Source: an optimization exercise on an open RTL-to-GDS flow (aim: small area, a short achievable clock period and few clock cycles per item). Production flows keep margins and buffers that such runs may drop.
RTL that was checked went through simulation tests only; none was proved equivalent to the original.
Power figures rest on the tool's default switching activity, not on a simulated workload.

==> inputs of trial 73 <==
// gate_fit
module gate_fit (
    input  wire         clk,
    input  wire         rst,
    input  wire         in_valid,
    output wire         in_ready,
    input  wire [31:0]  n,
    input  wire [79:0]  t1,
    input  wire [111:0] t2,
    output reg          out_valid,
    output wire [63:0]  p,
    output wire [63:0]  a,
    output wire [63:0]  f
);
export LEC_CHECK = 0
export CAP_MARGIN = 20
export CORE_MARGIN = 2
export CORE_UTILIZATION = 50
export PLACE_DENSITY = 0.65
export SETUP_SLACK_MARGIN = 5
export SLEW_MARGIN = 20
create_clock -name core_clock -period 10.0 [get_ports {clk}]
run.sh (not shown) runs the stock make flow with config.mk's settings and CLKGATE_MAP_FILE= SYNTH_SCRIPT=/design/flow/synth_recipe.tcl, a recipe that flattens the netlist after the stock synthesis.
==> build 98: changes against trial 73 <==
==> flow/design.v (replaced) <==
module sk_add #(parameter W = 8) (
    input  wire [W-1:0] a,
    input  wire [W-1:0] b,
    input  wire         ci,
    output wire [W-1:0] s
);
    localparam L = (W <= 2) ? 1 : (W <= 4) ? 2 : (W <= 8) ? 3 : (W <= 16) ? 4 :
                   (W <= 32) ? 5 : (W <= 64) ? 6 : (W <= 128) ? 7 : 8;
    wire [W-1:0] p0 = a ^ b;
    wire [W-1:0] g0 = a & b;
    wire [W-1:0] gl [0:L];
    wire [W-1:0] pl [0:L];
    assign gl[0] = {g0[W-1:1], g0[0] | (p0[0] & ci)};
    assign pl[0] = p0;
    genvar lv, i;
    generate
        for (lv = 0; lv < L; lv = lv + 1) begin : lvl
            for (i = 0; i < W; i = i + 1) begin : bx
                if (((i >> lv) & 1) == 1) begin : op
                    assign gl[lv+1][i] = gl[lv][i] | (pl[lv][i] & gl[lv][((i >> lv) << lv) - 1]);
                    assign pl[lv+1][i] = pl[lv][i] & pl[lv][((i >> lv) << lv) - 1];
                end else begin : pass
                    assign gl[lv+1][i] = gl[lv][i];
                    assign pl[lv+1][i] = pl[lv][i];
                end
            end
        end
    endgenerate
    wire [W-1:0] gc = gl[L];
    assign s = p0 ^ {gc[W-2:0], ci};
endmodule
module gate_fit (
    input  wire         clk,
    input  wire         rst,
    input  wire         in_valid,
    output wire         in_ready,
    input  wire [31:0]  n,
    input  wire [79:0]  t1,
    input  wire [111:0] t2,
    output reg          out_valid,
    output wire [63:0]  p,
    output wire [63:0]  a,
    output wire [63:0]  f
);
    reg        a_busy;           
    reg [5:0]  ca;               
    reg        a_done;           
    reg        b_busy;           
    reg [6:0]  cb;               
    reg        b_last;           
    wire b_free   = ~b_busy | b_last;
    wire handoff  = a_done & b_free;
    assign in_ready = ~a_busy | handoff;
    wire accept   = in_valid & in_ready;
    wire [5:0] ca_n = accept ? 6'd0 : ((a_busy & ~a_done) ? ca + 6'd1 : ca);
    wire [6:0] cb_n = handoff ? 7'd0 : (b_busy ? cb + 7'd1 : cb);
    reg fa_0;      
    reg fa_m;      
    reg fa_32;     
    reg fa_33;     
    reg fa_34;     
    reg fa_b;      
    reg fa_16;     
    reg fa_d;      
    reg fa_49;     
    reg fa_5;      
    reg fa_58;     
    reg fb_0;      
    reg fb_1;      
    reg fb_inc;    
    always @(posedge clk) begin
        if (rst) begin
            a_busy    <= 1'b0;
            ca        <= 6'd59;
            a_done    <= 1'b0;
            b_busy    <= 1'b0;
            cb        <= 7'd65;
            b_last    <= 1'b0;
            out_valid <= 1'b0;
            fa_0 <= 1'b0; fa_m <= 1'b0; fa_32 <= 1'b0; fa_33 <= 1'b0; fa_34 <= 1'b0; fa_b <= 1'b0;
            fa_16 <= 1'b0; fa_d <= 1'b0; fa_49 <= 1'b0; fa_5 <= 1'b0; fa_58 <= 1'b0;
            fb_0 <= 1'b0; fb_1 <= 1'b0; fb_inc <= 1'b0;
        end else begin
            if (accept)
                a_busy <= 1'b1;
            else if (handoff)
                a_busy <= 1'b0;
            ca     <= ca_n;
            a_done <= (accept | a_busy) & ~(handoff & ~accept) & (ca_n == 6'd59);
            if (handoff)
                b_busy <= 1'b1;
            else if (b_last)
                b_busy <= 1'b0;
            cb     <= cb_n;
            b_last <= (handoff | b_busy) & (cb_n == 7'd65);
            out_valid <= b_busy & ~handoff & (cb_n == 7'd65);
            fa_0  <= (ca_n == 6'd0);
            fa_m  <= (ca_n < 6'd32);
            fa_32 <= (ca_n == 6'd32);
            fa_33 <= (ca_n == 6'd33);
            fa_34 <= (ca_n == 6'd34);
            fa_b  <= (ca_n < 6'd17);
            fa_16 <= (ca_n == 6'd16);
            fa_d  <= (ca_n >= 6'd17) && (ca_n < 6'd49);
            fa_49 <= (ca_n == 6'd49);
            fa_5  <= (ca_n >= 6'd50) && (ca_n < 6'd58);
            fa_58 <= (ca_n == 6'd58);
            fb_0   <= (cb_n == 7'd0);
            fb_1   <= (cb_n == 7'd1);
            fb_inc <= (cb_n == 7'd64);
        end
    end
    reg [31:0]  n_fix;           
    reg [31:0]  n_rot;           
    reg [33:0]  n_bth;           
    reg         bth_prev;        
    reg         brw_m;           
    reg         brw_d;           
    reg [35:0]  acc0;            
    reg [33:0]  low0;
    reg [65:0]  acc1;            
    reg [31:0]  low1;
    reg [104:0] acc_m;           
    reg [107:0] t1sh;            
    reg [115:0] xf;              
    wire [64:0]  e_val = {acc0[30:0], low0};
    wire [62:0]  c2    = e_val[64:1];
    wire [96:0]  d_val = {acc1[64:0], low1};
    wire bit_n   = n_rot[0];
    wire bit_nm  = bit_n ^ brw_m;            
    wire bit_d0  = n_rot[15];                
    wire bit_nd  = bit_d0 ^ brw_d;           
    wire b1 = n_bth[1], b0 = n_bth[0];
    wire bth_neg = b1 & ~(b0 & bth_prev);
    wire bth_two = (b1 & ~b0 & ~bth_prev) | (~b1 & b0 & bth_prev);
    wire bth_one = b0 ^ bth_prev;
    wire [35:0] nmul = bth_two ? {3'b0, n_fix, 1'b0} : (bth_one ? {4'b0, n_fix} : 36'd0);
    wire [35:0] acc0_sum;
    sk_add #(36) u_add0 (.a(acc0), .b(nmul ^ {36{bth_neg}}), .ci(bth_neg), .s(acc0_sum));
    wire [65:0] acc1_sum;
    sk_add #(66) u_add1 (.a(acc1), .b({1'b0, e_val} & {66{bit_nd}}), .ci(1'b0), .s(acc1_sum));
    wire [104:0] m_op = ({105{fa_m}} & ~(t1sh[104:0] & {105{bit_nm}})) |
                        ({105{fa_33}} & {acc_m[103:0], 1'b0});
    wire [104:0] acc_m_sum;
    sk_add #(105) u_addm (.a(acc_m), .b(m_op), .ci(fa_m), .s(acc_m_sum));
    wire [107:0] w_val = {1'b0, c2, 1'b0, c2[62:20]};
    wire [115:0] xf_op = ({116{fa_0}}  & {7'd0, t1sh, 1'b0}) |
                         ({116{fa_32}} & ~{9'd0, acc_m, 2'b0}) |
                         ({116{fa_33}} & {8'd0, w_val}) |
                         ({116{fa_5}}  & {xf[113:0], 2'b0}) |
                         ({116{fa_58}} & {57'd0, acc_m[104:46]});
    wire [115:0] xf_sum;
    sk_add #(116) u_addf (.a(xf), .b(xf_op), .ci(fa_32), .s(xf_sum));
    always @(posedge clk) begin
        n_rot    <= accept ? n : {n_rot[0], n_rot[31:1]};
        n_bth    <= accept ? {2'b0, n} : {2'b0, n_bth[33:2]};
        bth_prev <= accept ? 1'b0 : n_bth[1];
        brw_m    <= accept ? 1'b1 : (brw_m & ~bit_n);
        brw_d    <= fa_16 ? 1'b1 : (brw_d & ~bit_d0);
        acc_m    <= accept ? {t2[103:0], 1'b0} : acc_m_sum;
        xf       <= accept ? {10'd0, t2[104:0], 1'b0} : (fa_49 ? {19'd0, d_val} : xf_sum);
        if (accept)
            t1sh <= {35'd0, t1[72:0]};
        else if (fa_m)
            t1sh <= {t1sh[106:0], 1'b0};
        else if (fa_34)
            t1sh <= xf[107:0];
        if (accept)
            n_fix <= n;
        if (accept) begin
            acc0 <= {4'b0, n};
        end else if (fa_b) begin
            acc0 <= {{2{acc0_sum[35]}}, acc0_sum[35:2]};
            low0 <= {acc0_sum[1:0], low0[33:2]};
        end
        if (accept) begin
            acc1 <= 66'd0;
        end else if (fa_d) begin
            acc1 <= {1'b0, acc1_sum[65:1]};
            low1 <= {acc1_sum[0], low1[31:1]};
        end
    end
    wire nlt2 = (n_fix[31:1] == 31'd0);
    wire mz   = (acc_m == 105'd0);
    reg        z_all;            
    reg        z_f;              
    reg        ovf;              
    reg [95:0]  dp;
    reg [96:0]  rp;
    reg [63:0]  lp;
    reg         qp;
    wire [96:0] sp;
    sk_add #(97) u_divp (.a({rp[95:0], lp[63]}), .b({1'b0, dp} ^ {97{qp}}), .ci(qp), .s(sp));
    wire        qp_raw = ~sp[96];
    wire [63:0] lp_inc;
    sk_add #(64) u_incp (.a({1'b0, lp[63:1]}), .b(64'd0), .ci(lp[0]), .s(lp_inc));
    reg [65:0]  da;
    reg [66:0]  ra;
    reg [64:0]  la;
    reg         qa;
    wire [66:0] sa;
    sk_add #(67) u_diva (.a({ra[65:0], la[64]}), .b({1'b0, da} ^ {67{qa}}), .ci(qa), .s(sa));
    wire        qa_raw = ~sa[66];
    reg [105:0] df;
    reg [106:0] rf;
    reg [64:0]  lf;
    reg         qf;
    wire [106:0] sf;
    sk_add #(107) u_divf (.a({rf[105:0], lf[64]}), .b({1'b0, df} ^ {107{qf}}), .ci(qf), .s(sf));
    wire        qf_raw = ~sf[106];
    wire qp_bit = qp_raw & ~z_all;
    wire qa_bit = z_all ? fb_1 : qa_raw;
    wire qf_bit = (qf_raw | (ovf & ~fb_0)) & ~z_f;
    always @(posedge clk) begin
        if (handoff) begin
            z_all <= nlt2;
            z_f   <= nlt2 | mz;
            dp    <= d_val[95:0];
            da    <= {e_val, 1'b0};
            df    <= {acc_m, 1'b0};
        end
        ovf <= fb_0 ? qf_raw : ovf;
        rp <= handoff ? {34'd0, acc_m[104:42]} : sp;
        lp <= handoff ? {acc_m[41:0], 22'd0} : (fb_inc ? lp_inc : {lp[62:0], qp_bit});
        qp <= handoff | qp_raw;
        ra <= handoff ? {3'b0, t1sh[107:44]} : sa;
        la <= handoff ? {t1sh[43:0], e_val[20:0]} : {la[63:0], qa_bit};
        qa <= handoff | qa_raw;
        rf <= handoff ? {10'd0, xf[115:19]} : sf;
        lf <= handoff ? {xf[18:0], acc_m[45:0]} : {lf[63:0], qf_bit};
        qf <= handoff | qf_raw;
    end
    assign p = lp;
    assign a = {~la[63], la[62:0]};
    assign f = lf[63:0];
endmodule
CAP_MARGIN = 5   (was 20)
CTS_CLUSTER_DIAMETER = 100   (was not set)
CTS_CLUSTER_SIZE = 25   (was not set)
SLEW_MARGIN = 5   (was 20)
==> metrics.md <==
| Metric | Value |
|---|---|
| Proportion of synthesized area in mux cells | about 2.4% |
| Final Max Tran Viols | 1 |
| N_taps | around 2000 |
| Status | complete, but fails checks |
| Failing layout criteria | max-slew violations |
The numbers above come from build 98.

==> metrics.md <==
| Metric | Value |
|---|---|
| Status | complete, no violations |
| Number of clock buffers inserted by TritonCTS | roughly 160 |
| Register with the most flip-flops | xf |
| Ranking of synthesized cells by instance count | 1284 x sky130_fd_sc_hd__nand2_1, 1063 x sky130_fd_sc_hd__dfxtp_1, 718 x sky130_fd_sc_hd__ha_1, 670 x sky130_fd_sc_hd__inv_1, 642 x sky130_fd_sc_hd__a21oi_1 |
| Fraction of area in registers | between 30% and 40% |
| Met2 WL post-DR | around 120000 µm |
| Final Max Tran Viols | 0 |
The numbers above come from trial 73.

Testbench counts of build 98, summed over its fixed seeds: cycles 13,160, items 192.
No functional check of the RTL was part of trial 73.

==> run E <==
gate_fit, a different RTL version from the one above (not shown whole).
// gate_fit
module gate_fit (
    input  wire         clk,
    input  wire         rst,
    input  wire         in_valid,
    output wire         in_ready,
    input  wire [31:0]  n,
    input  wire [79:0]  t1,
    input  wire [111:0] t2,
    output wire         out_valid,
    output wire [63:0]  p,
    output wire [63:0]  a,
    output wire [63:0]  f
);
==> flow/config.mk <==
export PLATFORM = sky130hd
export DESIGN_NAME = gate_fit
export DESIGN_NICKNAME = gate_fit
export VERILOG_FILES = /design/flow/design.v
export SDC_FILE = /design/flow/constraint.sdc
export NUM_CORES = 8
export LEC_CHECK = 0
export CAP_MARGIN = 20
export CORE_MARGIN = 2
export CORE_UTILIZATION = 50
export CTS_CLUSTER_DIAMETER = 100
export CTS_CLUSTER_SIZE = 25
export PLACE_DENSITY = 0.65
export SETUP_SLACK_MARGIN = 5
export SLEW_MARGIN = 20
==> flow/constraint.sdc <==
create_clock -name core_clock -period 10.0 [get_ports {clk}]
set_input_delay 2.0000 -clock core_clock [delete_from_list [all_inputs] [get_ports {clk}]]
set_output_delay 2.0000 -clock core_clock [all_outputs]
set_load 0.01 [all_outputs]
standard.sh (not shown) runs the stock make flow with config.mk's settings and CLKGATE_MAP_FILE= SYNTH_SCRIPT=/design/flow/synth_recipe.tcl, a recipe that flattens the netlist after the stock synthesis.
==> flow/flow/run.sh <==
#!/bin/bash
# The standard layout (the standard.sh, every step unchanged), except that
# the port buffers that global placement inserts on every input and output are
# the platform's smallest buffer, buf_1, instead of the automatically chosen one.
set -euo pipefail
cd "$(dirname "$0")/.."
bash standard.sh "BUFFER_PORTS_ARGS=-buffer_cell sky130_fd_sc_hd__buf_1" finish > standard_make.log 2>&1
==> inputs of run M, as changes to run E <==
--- a/flow/design.v
+++ b/flow/design.v
@@ -31,12 +31,13 @@
 endmodule
 module gf_div3 (
     input  wire         clk,
     input  wire         rst,
     input  wire         ld,
     input  wire         nlt2,        
+    input  wire         mz,          
     input  wire [95:0]  d_in,        
     input  wire [64:0]  e_in,        
     input  wire [104:0] m3_in,       
     input  wire [107:0] za_in,       
     input  wire [115:0] zf_in,       
     output reg          ov,
@@ -100,13 +101,13 @@
     wire qp_bit = qp_raw & ~z_all;
     wire qa_bit = z_all ? fb_1 : qa_raw;
     wire qf_bit = (qf_raw | (ovf & ~fb_0)) & ~z_f;
     always @(posedge clk) begin
         if (ld) begin
             z_all <= nlt2;
-            z_f   <= nlt2 | (m3_in == 105'd0);
+            z_f   <= nlt2 | mz;
             dp    <= d_in;
             da    <= {e_in, 1'b0};
             df    <= {m3_in, 1'b0};
         end
         ovf <= fb_0 ? qf_raw : ovf;
         rp <= ld ? {34'd0, m3_in[104:42]} : sp;
@@ -136,123 +137,130 @@
     output wire [63:0]  a,
     output wire [63:0]  f
 );
     reg        a1_busy;          
     reg [5:0]  s1;               
     reg        a1_last;          
+    reg        a1_x;             
     reg        a2_busy;          
     reg [4:0]  s2;               
     reg        a2_last;          
     reg        sel;              
     assign in_ready = ~a1_busy | a1_last;
     wire accept  = in_valid & in_ready;
-    wire xfer    = a1_busy & a1_last;        
+    wire xfer    = a1_busy & a1_x;           
     wire hand    = a2_busy & a2_last;        
     wire [5:0] s1_n = accept ? 6'd0 : (a1_busy ? s1 + 6'd1 : s1);
     wire [4:0] s2_n = xfer ? 5'd0 : (a2_busy ? s2 + 5'd1 : s2);
     reg fa_0;      
-    reg fa_m;      
     reg fa_b;      
     reg fa_17;     
-    reg fa_32;     
+    reg fa_18;     
     reg fb_b;      
     reg fb_17;     
     reg fb_5;      
     reg fb_26;     
     always @(posedge clk) begin
         if (rst) begin
             a1_busy <= 1'b0;
             s1      <= 6'd32;
             a1_last <= 1'b0;
+            a1_x    <= 1'b0;
             a2_busy <= 1'b0;
             s2      <= 5'd27;
             a2_last <= 1'b0;
             sel     <= 1'b0;
-            fa_0 <= 1'b0; fa_m <= 1'b0; fa_b <= 1'b0; fa_17 <= 1'b0; fa_32 <= 1'b0;
+            fa_0 <= 1'b0; fa_b <= 1'b0; fa_17 <= 1'b0; fa_18 <= 1'b0;
             fb_b <= 1'b0; fb_17 <= 1'b0; fb_5 <= 1'b0; fb_26 <= 1'b0;
         end else begin
             if (accept)
                 a1_busy <= 1'b1;
             else if (a1_last)
                 a1_busy <= 1'b0;
             s1      <= s1_n;
             a1_last <= (accept | (a1_busy & ~a1_last)) & (s1_n == 6'd32);
+            a1_x    <= (accept | (a1_busy & ~a1_last)) & (s1_n == 6'd19);
             if (xfer)
                 a2_busy <= 1'b1;
             else if (a2_last)
                 a2_busy <= 1'b0;
             s2      <= s2_n;
             a2_last <= (xfer | (a2_busy & ~a2_last)) & (s2_n == 5'd27);
             if (hand)
                 sel <= ~sel;
             fa_0  <= accept;
-            fa_m  <= (accept | (a1_busy & ~a1_last)) & (s1_n < 6'd32);
             fa_b  <= (accept | (a1_busy & ~a1_last)) & (s1_n < 6'd17);
             fa_17 <= a1_busy & ~a1_last & (s1_n == 6'd17);
-            fa_32 <= a1_busy & ~a1_last & (s1_n == 6'd32);
+            fa_18 <= a1_busy & ~a1_last & (s1_n == 6'd18);
             fb_b  <= (xfer | (a2_busy & ~a2_last)) & (s2_n < 5'd17);
             fb_17 <= a2_busy & ~a2_last & (s2_n == 5'd17);
             fb_5  <= a2_busy & ~a2_last & (s2_n >= 5'd18) & (s2_n < 5'd26);
             fb_26 <= a2_busy & ~a2_last & (s2_n == 5'd26);
         end
     end
     reg [31:0]  n_fix;           
-    reg [31:0]  n_rot;           
+    reg [33:0]  n_m;             
+    reg         bm_prev;         
     reg [33:0]  n_bth;           
     reg         bth_prev;        
     reg         brw_m;           
     reg [35:0]  acc0;            
     reg [33:0]  low0;
     reg [104:0] acc_m;           
     reg [104:0] t1sh;            
     reg [107:0] xa;              
     wire [64:0]  e_val = {acc0[30:0], low0};
-    wire [62:0]  c2    = e_val[64:1];
-    wire bit_n  = n_rot[0];
-    reg  bm_p, bm_n;
     reg  bth_neg, bth_two, bth_one;
     wire [1:0] nb_nx  = accept ? n[1:0] : n_bth[3:2];
     wire       npr_nx = accept ? 1'b0 : n_bth[1];
     wire [35:0] nmul = bth_two ? {3'b0, n_fix, 1'b0} : (bth_one ? {4'b0, n_fix} : 36'd0);
     wire [35:0] acc0_sum;
     sk_add #(36) u_add0 (.a(acc0), .b(nmul ^ {36{bth_neg}}), .ci(bth_neg), .s(acc0_sum));
-    wire [104:0] m_op = ({105{fa_m}} & ~{t1sh[104:52] & {53{~bm_n}}, t1sh[51:0] & {52{bm_p}}}) |
-                        ({105{fa_32}} & {acc_m[103:0], 1'b0});
+    wire [1:0] mm1   = n_m[1:0] - {1'b0, brw_m};
+    wire       mbw_o = brw_m & (n_m[1:0] == 2'b00);
+    wire [1:0] nm_nx  = accept ? n[1:0] : n_m[3:2];
+    wire       mbw_nx = accept ? 1'b1 : mbw_o;
+    wire       mbp_nx = accept ? 1'b0 : mm1[1];
+    wire [1:0] mm1_nx = nm_nx - {1'b0, mbw_nx};
+    reg  mb_sub, mb_two, mb_one;
+    wire [104:0] t1m = mb_two ? {t1sh[103:0], 1'b0} : (mb_one ? t1sh : 105'd0);
+    wire [104:0] m_op = ({105{fa_b}} & (t1m ^ {105{mb_sub}})) |
+                        ({105{fa_17}} & {acc_m[103:0], 1'b0});
     wire [104:0] acc_m_sum;
-    sk_add #(105) u_addm (.a(acc_m), .b(m_op), .ci(fa_m), .s(acc_m_sum));
+    sk_add #(105) u_addm (.a(acc_m), .b(m_op), .ci(fa_b & mb_sub), .s(acc_m_sum));
+    wire [62:0]  c2    = e2[64:1];
     wire [107:0] w_val = {1'b0, c2, 1'b0, c2[62:20]};
     wire [107:0] xa_op = ({108{fa_0}}  & {2'd0, t1sh, 1'b0}) |
-                         ({108{fa_17}} & w_val) |
-                         ({108{fa_32}} & ~{1'b0, acc_m, 2'b0});
+                         ({108{fa_17}} & ~{1'b0, acc_m, 2'b0}) |
+                         ({108{fa_18}} & w_val);
     wire [107:0] xa_sum;
-    sk_add #(108) u_adda (.a(xa), .b(xa_op), .ci(fa_32), .s(xa_sum));
+    sk_add #(108) u_adda (.a(xa), .b(xa_op), .ci(fa_17), .s(xa_sum));
     always @(posedge clk) begin
-        n_rot    <= accept ? n : {n_rot[0], n_rot[31:1]};
+        n_m      <= accept ? {2'b0, n} : {2'b0, n_m[33:2]};
+        bm_prev  <= accept ? 1'b0 : mm1[1];
+        mb_sub   <= ~mm1_nx[1] & (mm1_nx[0] | mbp_nx);
+        mb_two   <= (mm1_nx[1] & ~mm1_nx[0] & ~mbp_nx) | (~mm1_nx[1] & mm1_nx[0] & mbp_nx);
+        mb_one   <= mm1_nx[0] ^ mbp_nx;
         n_bth    <= accept ? {2'b0, n} : {2'b0, n_bth[33:2]};
         bth_prev <= accept ? 1'b0 : n_bth[1];
         bth_neg  <= nb_nx[1] & ~(nb_nx[0] & npr_nx);
         bth_two  <= (nb_nx[1] & ~nb_nx[0] & ~npr_nx) | (~nb_nx[1] & nb_nx[0] & npr_nx);
         bth_one  <= nb_nx[0] ^ npr_nx;
-        brw_m    <= accept ? 1'b1 : (brw_m & ~bit_n);
-        bm_p     <= accept ? ~n[0] : (n_rot[1] ^ (brw_m & ~bit_n));
-        bm_n     <= accept ? n[0] : ~(n_rot[1] ^ (brw_m & ~bit_n));
-        t1sh     <= accept ? {32'd0, t1[72:0]} : {t1sh[103:0], 1'b0};
+        brw_m    <= accept ? 1'b1 : mbw_o;
+        t1sh     <= accept ? {32'd0, t1[72:0]} : {t1sh[102:0], 2'b0};
         acc_m    <= accept ? {t2[103:0], 1'b0} : acc_m_sum;
         xa       <= accept ? {2'd0, t2[104:0], 1'b0} : xa_sum;
         if (accept)
             n_fix <= n;
-        if (accept) begin
-            acc0 <= {4'b0, n};
-        end else if (fa_b) begin
-            acc0 <= {{2{acc0_sum[35]}}, acc0_sum[35:2]};
-            low0 <= {acc0_sum[1:0], low0[33:2]};
-        end
+        acc0 <= accept ? {4'b0, n} : {{2{acc0_sum[35]}}, acc0_sum[35:2]};
+        low0 <= {acc0_sum[1:0], low0[33:2]};
     end
     reg         nlt2;            
     reg [64:0]  e2;              
     reg [104:0] m3;              
+    reg         m3z;             
     reg [107:0] za;              
     reg [33:0]  n2;              
     reg         brw_d;           
     reg         bd_prev;         
     reg [67:0]  acc1;            
     reg [33:0]  low1;
@@ -270,17 +278,19 @@
     sk_add #(68) u_add1 (.a(acc1), .b(emul ^ {68{bd_neg}}), .ci(bd_neg), .s(acc1_sum));
     wire [115:0] xf_op = ({116{fb_5}}  & {xf[113:0], 2'b0}) |
                          ({116{fb_26}} & {57'd0, m3[104:46]});
     wire [115:0] xf_sum;
     sk_add #(116) u_addf (.a(xf), .b(xf_op), .ci(1'b0), .s(xf_sum));
     always @(posedge clk) begin
+        if (fa_17)
+            e2   <= e_val;
         if (xfer) begin
             nlt2 <= (n_fix[31:1] == 31'd0);
-            e2   <= e_val;
-            m3   <= acc_m_sum;
-            za   <= xa_sum;
+            m3   <= acc_m;
+            m3z  <= (acc_m == 105'd0);
+            za   <= xa;
         end
         n2      <= xfer ? {2'b0, n_fix} : {2'b0, n2[33:2]};
         brw_d   <= xfer ? 1'b1 : brw_o;
         bd_prev <= xfer ? 1'b0 : nm1[1];
         bd_neg  <= nm1_nx[1] & ~(nm1_nx[0] & bp_nx);
         bd_two  <= (nm1_nx[1] & ~nm1_nx[0] & ~bp_nx) | (~nm1_nx[1] & nm1_nx[0] & bp_nx);
@@ -292,17 +302,17 @@
             low1 <= {acc1_sum[1:0], low1[33:2]};
         end
         xf <= fb_17 ? {20'd0, d_val} : xf_sum;
     end
     wire        ov0, ov1;
     wire [63:0] p0, a0, f0, p1, a1, f1;
-    gf_div3 u_b0 (.clk(clk), .rst(rst), .ld(hand & ~sel), .nlt2(nlt2), .d_in(d_val),
+    gf_div3 u_b0 (.clk(clk), .rst(rst), .ld(hand & ~sel), .nlt2(nlt2), .mz(m3z), .d_in(d_val),
                   .e_in(e2), .m3_in(m3), .za_in(za), .zf_in(xf),
                   .ov(ov0), .p(p0), .a(a0), .f(f0));
-    gf_div3 u_b1 (.clk(clk), .rst(rst), .ld(hand & sel), .nlt2(nlt2), .d_in(d_val),
+    gf_div3 u_b1 (.clk(clk), .rst(rst), .ld(hand & sel), .nlt2(nlt2), .mz(m3z), .d_in(d_val),
                   .e_in(e2), .m3_in(m3), .za_in(za), .zf_in(xf),
                   .ov(ov1), .p(p1), .a(a1), .f(f1));
     assign out_valid = ov0 | ov1;
-    assign p = ov1 ? p1 : p0;
-    assign a = ov1 ? a1 : a0;
-    assign f = ov1 ? f1 : f0;
+    assign p = (p0 & {64{ov0}}) | (p1 & {64{ov1}});
+    assign a = (a0 & {64{ov0}}) | (a1 & {64{ov1}});
+    assign f = (f0 & {64{ov0}}) | (f1 & {64{ov1}});
 endmodule
==> run summary <==
- Synthesized area: run M is lower than run E (0.93%).
- Of run E and run M, run M has the higher clock power (gap about 1%, measured against run M).
- In run M the flip-flop and latch count is lower than in run E, by 29.
- In run E the critical path depth is higher than in run M, by 3.
- Between run M and run E, the lower register-to-register slack is in run E (gap 0.03 ns).
- Clock skew: run E is higher than run M (0.047 ns).
- Between run E and run M, the lower count of clock-buffer cells in the layout is in run M (gap 6).
- Between run E and run M, the lower setup slack is in run E (gap 0.026 ns).
- Final area: run M is lower than run E (about 0.4%).
- Of run E and run M, run E has the higher sequential share of layout area (gap 0.66 points).
- Power: run M is smaller than run E (about 8%).
Testbench counts of run M, summed over its fixed seeds: cycles 6,992, items 192.
Function not checked in run E: the RTL went through the layout flow alone.

==> afterwards: timing with drivers on the ports <==
The results above use ideal ports. As a check the final layouts listed here were re-extracted and re-timed, cells and wires unchanged. Step 1 (the two cells are an assumption about what drives the block):
set clk [get_ports {clk}]
set_driving_cell -lib_cell sky130_fd_sc_hd__clkbuf_16 $clk
set_driving_cell -lib_cell sky130_fd_sc_hd__buf_2 [delete_from_list [all_inputs] $clk]
Step 2 also shifts input and output timing later by t, the mid clock arrival at the registers, as if the neighbouring blocks saw the same clock. Slacks: no drivers / after step 1 / after step 2; pairs: no drivers / after step 1.
run	t (ns)	setup slack, ns	pins driven straight from the clock port
trial 73	0.909	5.095 / 5.095 / 4.579	1
build 98	0.812	4.190 / 4.190 / 4.190	1
run E	0.930	4.981 / 4.981 / 4.981	1
run M	0.959	5.007 / 5.007 / 4.693	1
For trial 73, which loses most, drivers alone change the setup slack by 0.000 ns; drivers and shift together by -0.516 ns.
